This is an optimization exercise on Yosys and OpenROAD, whose aim is small area and a short achievable clock period, not a production implementation.
At most, simulation tests tie the RTL to the original design; equivalence was not proved.
No activity file was given, so power comes from the tool's default toggle rates.

==> flow/design.v (excerpt) <==
module ss8pack (
    input  wire         clk,
    input  wire         rst,             
    input  wire         in_valid,
    input  wire [1:0]   in_mode,         
    input  wire         in_ftz,          
    input  wire [255:0] in_x,            
    input  wire [127:0] in_draw,         
    output reg          out_valid,
    output reg  [135:0] out_block,       
    output reg  [4:0]   out_flags
);
Size in the first run: about 4900 cells after synthesis, roughly 930 flip-flops, about 530 I/O pins, roughly 43000 um2 of cells after synthesis.
==> flow/config.mk <==
export PLATFORM = sky130hd
export DESIGN_NAME = ss8pack
export DESIGN_NICKNAME = ss8pack
export VERILOG_FILES = /design/flow/design.v
export SDC_FILE = /design/flow/constraint.sdc
export NUM_CORES = 4
export LEC_CHECK = 0
export CAP_MARGIN = 20
export CORE_MARGIN = 2
export CORE_UTILIZATION = 55
export CTS_CLUSTER_DIAMETER = 60
export CTS_CLUSTER_SIZE = 30
export SLEW_MARGIN = 20
==> flow/constraint.sdc <==
create_clock -name core_clock -period 40.0 [get_ports {clk}]
set_input_delay 8.0000 -clock core_clock [delete_from_list [all_inputs] [get_ports {clk}]]
set_output_delay 8.0000 -clock core_clock [all_outputs]
set_load 0.01 [all_outputs]
standard.sh (not shown) runs the stock make flow with config.mk's settings and CLKGATE_MAP_FILE= SYNTH_SCRIPT=/design/flow/synth_recipe.tcl, a recipe that flattens the netlist after the stock synthesis.
==> flow/flow/run.sh <==
#!/bin/bash
# Layout flow: the standard flow (standard.sh) with two changes:
#  - the synthesis step is run by flow/my_synth.tcl instead of
#    synth_recipe.tcl (different ABC mapping of the combinational logic);
#  - the port buffers placed by ORFS's buffer_ports are buf_1 cells (ORFS
#    otherwise picks clkdlybuf4s50_1 delay cells here).
# Each ORFS step keeps its own log under orfs/logs/; make's output goes to
# flow_make.log.
set -euo pipefail
W=$(pwd)
sed -e "s#SYNTH_SCRIPT=[^ ]*#SYNTH_SCRIPT=$W/flow/my_synth.tcl#" \
    -e 's#"${@:-finish}"#BUFFER_PORTS_ARGS="-buffer_cell sky130_fd_sc_hd__buf_1" "${@:-finish}"#' \
    standard.sh > my_standard.sh
grep -q "SYNTH_SCRIPT=$W/flow/my_synth.tcl" my_standard.sh
grep -q "BUFFER_PORTS_ARGS" my_standard.sh
bash my_standard.sh > flow_make.log 2>&1
==> flow/flow/abc.script <==
strash
&get -n
&fraig -x
&put
scorr
dc2
dretime
strash
dc2
&get -n
&syn2
&dc2
&syn2
&dc2
&dch -f
&nf
&put
buffer
upsize
dnsize
stime -p
==> flow/flow/my_synth.tcl <==
# The standard synthesis script (synth_recipe.tcl) with two changes to the
# technology mapping of the combinational logic only:
#  - ABC runs flow/abc.script (Yosys's default liberty script with extra
#    AIG rewriting before mapping) instead of ORFS's abc_*.script;
#  - no full/half adder extraction (ADDER_MAP_FILE unset), so ABC sees all
#    of the logic.
# Registers, flattening and renaming are exactly as in synth_recipe.tcl.
proc synth {args} { yosys synth -nofsm -noshare {*}$args }
set ::my_abc_file [file join [file dirname [file normalize [info script]]] abc.script]
proc abc {args} {
  set out {}
  set skip 0
  foreach a $args {
    if {$skip} { set skip 0; continue }
    if {$a eq "-script"} { set skip 1; continue }
    lappend out $a
  }
  set out [linsert $out 0 -script $::my_abc_file]
  puts "abc: $out"
  yosys abc {*}$out
}
if {[info exists ::env(ADDER_MAP_FILE)]} { unset ::env(ADDER_MAP_FILE) }
source $::env(SCRIPTS_DIR)/synth.tcl
# left out here: clear keep_hierarchy, flatten, clean up, hide names made inside functions, write 1_2_yosys.v
The baseline finished with timing, DRC and antenna clean.
Then changed:
--- a/flow/design.v
+++ b/flow/design.v
@@ -129,36 +129,34 @@
     wire [15:0] inx, unf;
     generate
         for (i = 0; i < 16; i = i + 1) begin : rnd
             wire [15:0] b    = q_x[16*i +: 16];
             wire [7:0]  ex   = b[14:7];
             wire        hid  = (ex != 8'd0);
             wire [7:0]  m    = {hid, q_flushed[i] ? 7'd0 : b[6:0]};
             wire [7:0]  effx = {ex[7:1], ex[0] | !hid};
             wire [7:0]  t    = q_e1 - effx;
             wire        far  = (t[7:4] != 4'd0);
             wire [23:0] w    = {m, 16'd0} >> t[3:0];
             wire [7:0]  ip   = far ? 8'd0 : w[23:16];
-            wire        off  = far || q_nonfinite;
-            wire [7:0]  ipn  = ({8{!off}} & w[23:16]) |
-                               {1'b0, {7{q_nonfinite && !q_zero[i]}}};
             wire [7:0]  d    = far ? 8'd0 : w[15:8];
             wire        rest = far ? (m != 8'd0) : (w[7:0] != 8'd0);
             wire [7:0]  r    = q_draw[8*i +: 8];
             wire [8:0]  dr   = {1'b0, d} + {1'b0, r};
             wire        up2  = dr[8];
             wire        up0  = d[7] && ((d[6:0] != 7'd0) || rest || ip[0]);
             wire        upf  = (q_mode[1] ? up2 : (!q_mode[0] && up0)) &&
                                !(q_clamp && q_cand[i] && ex == 8'd254);
             wire        spec = !q_inf[i] && !q_zero[i];
+            wire [7:0]  ipn  = q_nonfinite ? {1'b0, {7{!q_zero[i]}}} : ip;
             wire        upn  = q_nonfinite ? spec : upf;
             wire        sgnn = q_nonfinite ? (spec || q_sgn[i]) : q_sgn[i];
             wire [7:0]  x    = ipn ^ {8{sgnn}};
             wire [7:0]  p;
             assign p[0] = upn ^ sgnn;
             genvar k;
             for (k = 1; k < 8; k = k + 1) begin : inc
                 assign p[k] = p[k-1] && x[k-1];
             end
             assign sig[i] = x ^ p;
             assign inx[i] = (d != 8'd0) || rest;
             assign unf[i] = q_nzf[i] && (ip == 8'd0) && !upf;
After rerunning: Power fell slightly; clock-buffer cell count falls by 8; clock power goes down by roughly a tenth; non-clock buffer count goes up by 6; wire length increases by a few percent; synthesized cell count climbs by a few percent; utilization shrinks by 0.68 points; die area rose slightly; worst setup slack degrades by 0.024 ns; global-route usage rises by 0.59 points; worst hold slack stays flat; clock skew barely changes; cell area rose slightly; sequential share of layout area came out lower by 0.21 points.

---

## oak
The RTL this note starts from:
==> flow/design.v <==
module ss8pack (
    input  wire         clk,
    input  wire         rst,             
    input  wire         in_valid,
    input  wire [1:0]   in_mode,         
    input  wire         in_ftz,          
    input  wire [255:0] in_x,            
    input  wire [127:0] in_draw,         
    output reg          out_valid,
    output reg  [135:0] out_block,       
    output reg  [4:0]   out_flags
);
    reg         r_valid;
    reg [1:0]   r_mode;
    reg         r_ftz;
    reg [255:0] r_x;
    reg [127:0] r_draw;
    always @(posedge clk) begin
        if (rst) r_valid <= 1'b0;
        else     r_valid <= in_valid;
        r_mode <= in_mode;
        r_ftz  <= in_ftz;
        r_x    <= in_x;
        r_draw <= in_draw;
    end
    function gt9(input [8:0] a, input [8:0] b);
        reg [8:0] g, e;
        reg g2, e2, g1, q1, g0;
        begin
            g  = a & ~b;
            e  = ~(a ^ b);
            g2 = g[8] | (e[8] & g[7]) | (e[8] & e[7] & g[6]);
            e2 = e[8] & e[7] & e[6];
            g1 = g[5] | (e[5] & g[4]) | (e[5] & e[4] & g[3]);
            q1 = e[5] & e[4] & e[3];
            g0 = g[2] | (e[2] & g[1]) | (e[2] & e[1] & g[0]);
            gt9 = g2 | (e2 & g1) | (e2 & q1 & g0);
        end
    endfunction
    function [8:0] max2(input [8:0] a, input [8:0] b);
        max2 = gt9(a, b) ? a : b;
    endfunction
    genvar i;
    wire [15:0] sgn, is_inf, is_nan, is_snan, is_zero, nz_fin, flushed, cand;
    wire [143:0] key;
    wire        md0 = !r_mode[0] && !r_mode[1];
    generate
        for (i = 0; i < 16; i = i + 1) begin : dec
            wire [15:0] b   = r_x[16*i +: 16];
            wire [7:0]  ex  = b[14:7];
            wire        exz = (ex == 8'd0);
            wire        exf = (ex == 8'hFF);
            wire        fnz = (b[6:0] != 7'd0);
            assign sgn[i]     = b[15];
            assign flushed[i] = r_ftz && exz && fnz;
            assign is_zero[i] = exz && (!fnz || r_ftz);
            assign is_inf[i]  = exf && !fnz;
            assign is_nan[i]  = exf && fnz;
            assign is_snan[i] = exf && fnz && !b[6];
            assign nz_fin[i]  = !is_zero[i] && !exf;
            assign cand[i]    = !exz && (b[6:0] == 7'h7F) &&
                                (md0 || (r_mode[1] && r_draw[8*i+7]));
            assign key[9*i +: 9] = {ex, cand[i]};
        end
    endgenerate
    wire [71:0] k1;
    wire [35:0] k2;
    wire [17:0] k3;
    generate
        for (i = 0; i < 8; i = i + 1) begin : m1
            assign k1[9*i +: 9] = max2(key[18*i +: 9], key[18*i+9 +: 9]);
        end
        for (i = 0; i < 4; i = i + 1) begin : m2
            assign k2[9*i +: 9] = max2(k1[18*i +: 9], k1[18*i+9 +: 9]);
        end
        for (i = 0; i < 2; i = i + 1) begin : m3
            assign k3[9*i +: 9] = max2(k2[18*i +: 9], k2[18*i+9 +: 9]);
        end
    endgenerate
    wire [8:0] kmax = max2(k3[8:0], k3[17:9]);
    wire [7:0] e0   = kmax[8:1];
    wire any_big    = kmax[0];
    wire e254      = (e0 == 8'd254);
    wire raise     = any_big && !e254;
    wire clamp     = any_big && e254;
    wire nonfinite = |(is_inf | is_nan);
    reg         q_valid;
    reg [1:0]   q_mode;
    reg         q_ftz;
    reg [255:0] q_x;
    reg [127:0] q_draw;
    reg [7:0]   q_e0;
    reg         q_raise;
    reg         q_clamp, q_nonfinite, q_inv, q_flush;
    always @(posedge clk) begin
        if (rst) q_valid <= 1'b0;
        else     q_valid <= r_valid;
        q_mode      <= r_mode;
        q_ftz       <= r_ftz;
        q_x         <= r_x;
        q_draw      <= r_draw;
        q_e0        <= e0;
        q_raise     <= raise;
        q_clamp     <= clamp;
        q_nonfinite <= nonfinite;
        q_inv       <= nonfinite && |(is_snan | nz_fin);
        q_flush     <= |flushed;
    end
    wire [7:0]  q_e1 = q_e0 + {6'd0, q_raise, !q_raise};    
    wire [15:0] q_sgn, q_inf, q_zero, q_nzf, q_flushed, q_cand;
    wire        q_md0 = !q_mode[0] && !q_mode[1];
    generate
        for (i = 0; i < 16; i = i + 1) begin : dec2
            wire [15:0] b   = q_x[16*i +: 16];
            wire [7:0]  ex  = b[14:7];
            wire        exz = (ex == 8'd0);
            wire        exf = (ex == 8'hFF);
            wire        fnz = (b[6:0] != 7'd0);
            assign q_sgn[i]     = b[15];
            assign q_flushed[i] = q_ftz && exz && fnz;
            assign q_zero[i]    = exz && (!fnz || q_ftz);
            assign q_inf[i]     = exf && !fnz;
            assign q_nzf[i]     = !q_zero[i] && !exf;
            assign q_cand[i]    = !exz && (b[6:0] == 7'h7F) &&
                                  (q_md0 || (q_mode[1] && q_draw[8*i+7]));
        end
    endgenerate
    wire [7:0]  sig  [0:15];
    wire [15:0] inx, unf;
    generate
        for (i = 0; i < 16; i = i + 1) begin : rnd
            wire [15:0] b    = q_x[16*i +: 16];
            wire [7:0]  ex   = b[14:7];
            wire        hid  = (ex != 8'd0);
            wire [7:0]  m    = {hid, q_flushed[i] ? 7'd0 : b[6:0]};
            wire [7:0]  effx = {ex[7:1], ex[0] | !hid};
            wire [7:0]  t    = q_e1 - effx;
            wire        far  = (t[7:4] != 4'd0);
            wire [23:0] w    = {m, 16'd0} >> t[3:0];
            wire [7:0]  ip   = far ? 8'd0 : w[23:16];
            wire [7:0]  d    = far ? 8'd0 : w[15:8];
            wire        rest = far ? (m != 8'd0) : (w[7:0] != 8'd0);
            wire [7:0]  r    = q_draw[8*i +: 8];
            wire [8:0]  dr   = {1'b0, d} + {1'b0, r};
            wire        up2  = dr[8];
            wire        up0  = d[7] && ((d[6:0] != 7'd0) || rest || ip[0]);
            wire        upf  = (q_mode[1] ? up2 : (!q_mode[0] && up0)) &&
                               !(q_clamp && q_cand[i] && ex == 8'd254);
            wire        spec = !q_inf[i] && !q_zero[i];
            wire [7:0]  ipn  = q_nonfinite ? {1'b0, {7{!q_zero[i]}}} : ip;
            wire        upn  = q_nonfinite ? spec : upf;
            wire        sgnn = q_nonfinite ? (spec || q_sgn[i]) : q_sgn[i];
            wire [7:0]  x    = ipn ^ {8{sgnn}};
            wire [7:0]  p;
            assign p[0] = upn ^ sgnn;
            genvar k;
            for (k = 1; k < 8; k = k + 1) begin : inc
                assign p[k] = p[k-1] && x[k-1];
            end
            assign sig[i] = x ^ p;
            assign inx[i] = (d != 8'd0) || rest;
            assign unf[i] = q_nzf[i] && (ip == 8'd0) && !upf;
        end
    endgenerate
    wire [135:0] blk;
    wire [4:0]   flg;
    assign blk[7:0] = q_nonfinite ? 8'hFF : q_e0 + {7'd0, q_raise};
    generate
        for (i = 0; i < 16; i = i + 1) begin : asm
            assign blk[8*(i+1) +: 8] = sig[i];
        end
    endgenerate
    assign flg[0] = q_inv;
    assign flg[1] = !q_nonfinite && q_clamp;
    assign flg[2] = !q_nonfinite && |unf;
    assign flg[3] = !q_nonfinite && |inx;
    assign flg[4] = q_flush;
    always @(posedge clk) begin
        if (rst) out_valid <= 1'b0;
        else     out_valid <= q_valid;
        out_block <= blk;
        out_flags <= flg;
    end
endmodule
==> flow/config.mk <==
export PLATFORM = sky130hd
export DESIGN_NAME = ss8pack
export DESIGN_NICKNAME = ss8pack
export VERILOG_FILES = /design/flow/design.v
export SDC_FILE = /design/flow/constraint.sdc
export NUM_CORES = 4
export LEC_CHECK = 0
export CAP_MARGIN = 20
export CORE_MARGIN = 2
export CORE_UTILIZATION = 55
export SLEW_MARGIN = 20
==> flow/constraint.sdc <==
create_clock -name core_clock -period 40.0 [get_ports {clk}]
set_input_delay 8.0000 -clock core_clock [delete_from_list [all_inputs] [get_ports {clk}]]
set_output_delay 8.0000 -clock core_clock [all_outputs]
set_load 0.01 [all_outputs]
==> flow/flow/my_synth.tcl <==
# The standard synthesis script (synth_recipe.tcl) with two changes to the
# technology mapping of the combinational logic only:
#  - ABC runs Yosys's default liberty script instead of ORFS's abc_*.script;
#  - no full/half adder extraction (ADDER_MAP_FILE unset), so ABC sees all
#    of the logic.
# Registers, flattening and renaming are exactly as in synth_recipe.tcl.
proc synth {args} { yosys synth -nofsm -noshare {*}$args }
proc abc {args} {
  set out {}
  set skip 0
  foreach a $args {
    if {$skip} { set skip 0; continue }
    if {$a eq "-script"} { set skip 1; continue }
    lappend out $a
  }
  puts "abc (default script): $out"
  yosys abc {*}$out
}
if {[info exists ::env(ADDER_MAP_FILE)]} { unset ::env(ADDER_MAP_FILE) }
source $::env(SCRIPTS_DIR)/synth.tcl
# left out here: clear keep_hierarchy, flatten, clean up, hide names made inside functions, write 1_2_yosys.v
Scripts as last shown in full above: flow/flow/run.sh
oak finished every step from synthesis to the final layout, and the layout passed the timing, DRC and antenna checks.
Edits applied to the flow inputs when going from oak to pine:
diff --git a/flow/design.v b/flow/design.v
--- a/flow/design.v
+++ b/flow/design.v
@@ -36,10 +36,19 @@
             g0 = g[2] | (e[2] & g[1]) | (e[2] & e[1] & g[0]);
             gt9 = g2 | (e2 & g1) | (e2 & q1 & g0);
         end
     endfunction
-    function [8:0] max2(input [8:0] a, input [8:0] b);
-        max2 = gt9(a, b) ? a : b;
+    function [8:0] max4(input [8:0] a, input [8:0] b, input [8:0] c, input [8:0] d);
+        reg ab, ac, ad, bc, bd, cd, sa, sb, sc, sd;
+        begin
+            ab = gt9(a, b); ac = gt9(a, c); ad = gt9(a, d);
+            bc = gt9(b, c); bd = gt9(b, d); cd = gt9(c, d);
+            sa = ab & ac & ad;
+            sb = !ab & bc & bd;
+            sc = !ac & !bc & cd;
+            sd = !sa & !sb & !sc;
+            max4 = ({9{sa}} & a) | ({9{sb}} & b) | ({9{sc}} & c) | ({9{sd}} & d);
+        end
     endfunction
     genvar i;
     wire [15:0] sgn, is_inf, is_nan, is_snan, is_zero, nz_fin, flushed, cand;
     wire [143:0] key;
@@ -62,52 +71,45 @@
                                 (md0 || (r_mode[1] && r_draw[8*i+7]));
             assign key[9*i +: 9] = {ex, cand[i]};
         end
     endgenerate
-    wire [71:0] k1;
-    wire [35:0] k2;
-    wire [17:0] k3;
+    wire [35:0] kq;
     generate
-        for (i = 0; i < 8; i = i + 1) begin : m1
-            assign k1[9*i +: 9] = max2(key[18*i +: 9], key[18*i+9 +: 9]);
-        end
-        for (i = 0; i < 4; i = i + 1) begin : m2
-            assign k2[9*i +: 9] = max2(k1[18*i +: 9], k1[18*i+9 +: 9]);
-        end
-        for (i = 0; i < 2; i = i + 1) begin : m3
-            assign k3[9*i +: 9] = max2(k2[18*i +: 9], k2[18*i+9 +: 9]);
+        for (i = 0; i < 4; i = i + 1) begin : mq
+            assign kq[9*i +: 9] = max4(key[36*i +: 9], key[36*i+9 +: 9],
+                                       key[36*i+18 +: 9], key[36*i+27 +: 9]);
         end
     endgenerate
-    wire [8:0] kmax = max2(k3[8:0], k3[17:9]);
+    wire [8:0] kmax = max4(kq[8:0], kq[17:9], kq[26:18], kq[35:27]);
     wire [7:0] e0   = kmax[8:1];
     wire any_big    = kmax[0];
     wire e254      = (e0 == 8'd254);
     wire raise     = any_big && !e254;
     wire clamp     = any_big && e254;
     wire nonfinite = |(is_inf | is_nan);
+    wire [7:0] eo  = e0 + {7'd0, raise};           
+    wire [7:0] e1  = e0 + {6'd0, raise, !raise};   
     reg         q_valid;
     reg [1:0]   q_mode;
     reg         q_ftz;
     reg [255:0] q_x;
     reg [127:0] q_draw;
-    reg [7:0]   q_e0;
-    reg         q_raise;
+    reg [7:0]   q_eo, q_e1;
     reg         q_clamp, q_nonfinite, q_inv, q_flush;
     always @(posedge clk) begin
         if (rst) q_valid <= 1'b0;
         else     q_valid <= r_valid;
         q_mode      <= r_mode;
         q_ftz       <= r_ftz;
         q_x         <= r_x;
         q_draw      <= r_draw;
-        q_e0        <= e0;
-        q_raise     <= raise;
+        q_eo        <= eo;
+        q_e1        <= e1;
         q_clamp     <= clamp;
         q_nonfinite <= nonfinite;
         q_inv       <= nonfinite && |(is_snan | nz_fin);
         q_flush     <= |flushed;
     end
-    wire [7:0]  q_e1 = q_e0 + {6'd0, q_raise, !q_raise};    
     wire [15:0] q_sgn, q_inf, q_zero, q_nzf, q_flushed, q_cand;
     wire        q_md0 = !q_mode[0] && !q_mode[1];
     generate
         for (i = 0; i < 16; i = i + 1) begin : dec2
@@ -163,9 +165,9 @@
         end
     endgenerate
     wire [135:0] blk;
     wire [4:0]   flg;
-    assign blk[7:0] = q_nonfinite ? 8'hFF : q_e0 + {7'd0, q_raise};
+    assign blk[7:0] = q_nonfinite ? 8'hFF : q_eo;
     generate
         for (i = 0; i < 16; i = i + 1) begin : asm
             assign blk[8*(i+1) +: 8] = sig[i];
         end
## What came out
- pine completed end to end with timing, DRC and antenna clean.
- First-iteration DRC count: lower on oak
- pine vs oak, core utilization went down by 0.64 points.
- pine and oak ended up with roughly the same fmax.
- Net switching power of the design in pine is 0.00074 W below oak.
- Compared with oak, pine shows a global-route usage that is 2.0 points higher.
Function not checked in pine: the RTL went through the layout flow alone.

==> what the ideal ports hide <==
In the flow no input, the clock included, has a driving cell. The finished layouts below were timed again as built, in two steps. Step 1 sets driving cells, clkbuf_16 on the clock port and buf_2 on the other inputs (assumed; they add their load-dependent delay and slew). Step 2 times the ports against the registers' clock, not the clock port: input delays grow and output delays shrink by t, the midpoint of the rising clock arrivals with the driver on. a / b / c = no drivers / after step 1 / after step 2; a / b = the first two.
run | t, ns | slack for setup (ns) | latest minus earliest clock arrival (ns)
the first run of note 1 | 0.714 | 30.835 / 30.765 / 31.418 | 0.048 / 0.048
the second run of note 1 | 0.730 | 30.811 / 30.742 / 31.346 | 0.046 / 0.046
oak | 0.730 | 30.847 / 30.774 / 31.505 | 0.028 / 0.029
pine | 0.750 | 30.843 / 30.765 / 31.515 | 0.016 / 0.016
After both steps setup and hold are still met in every run listed.
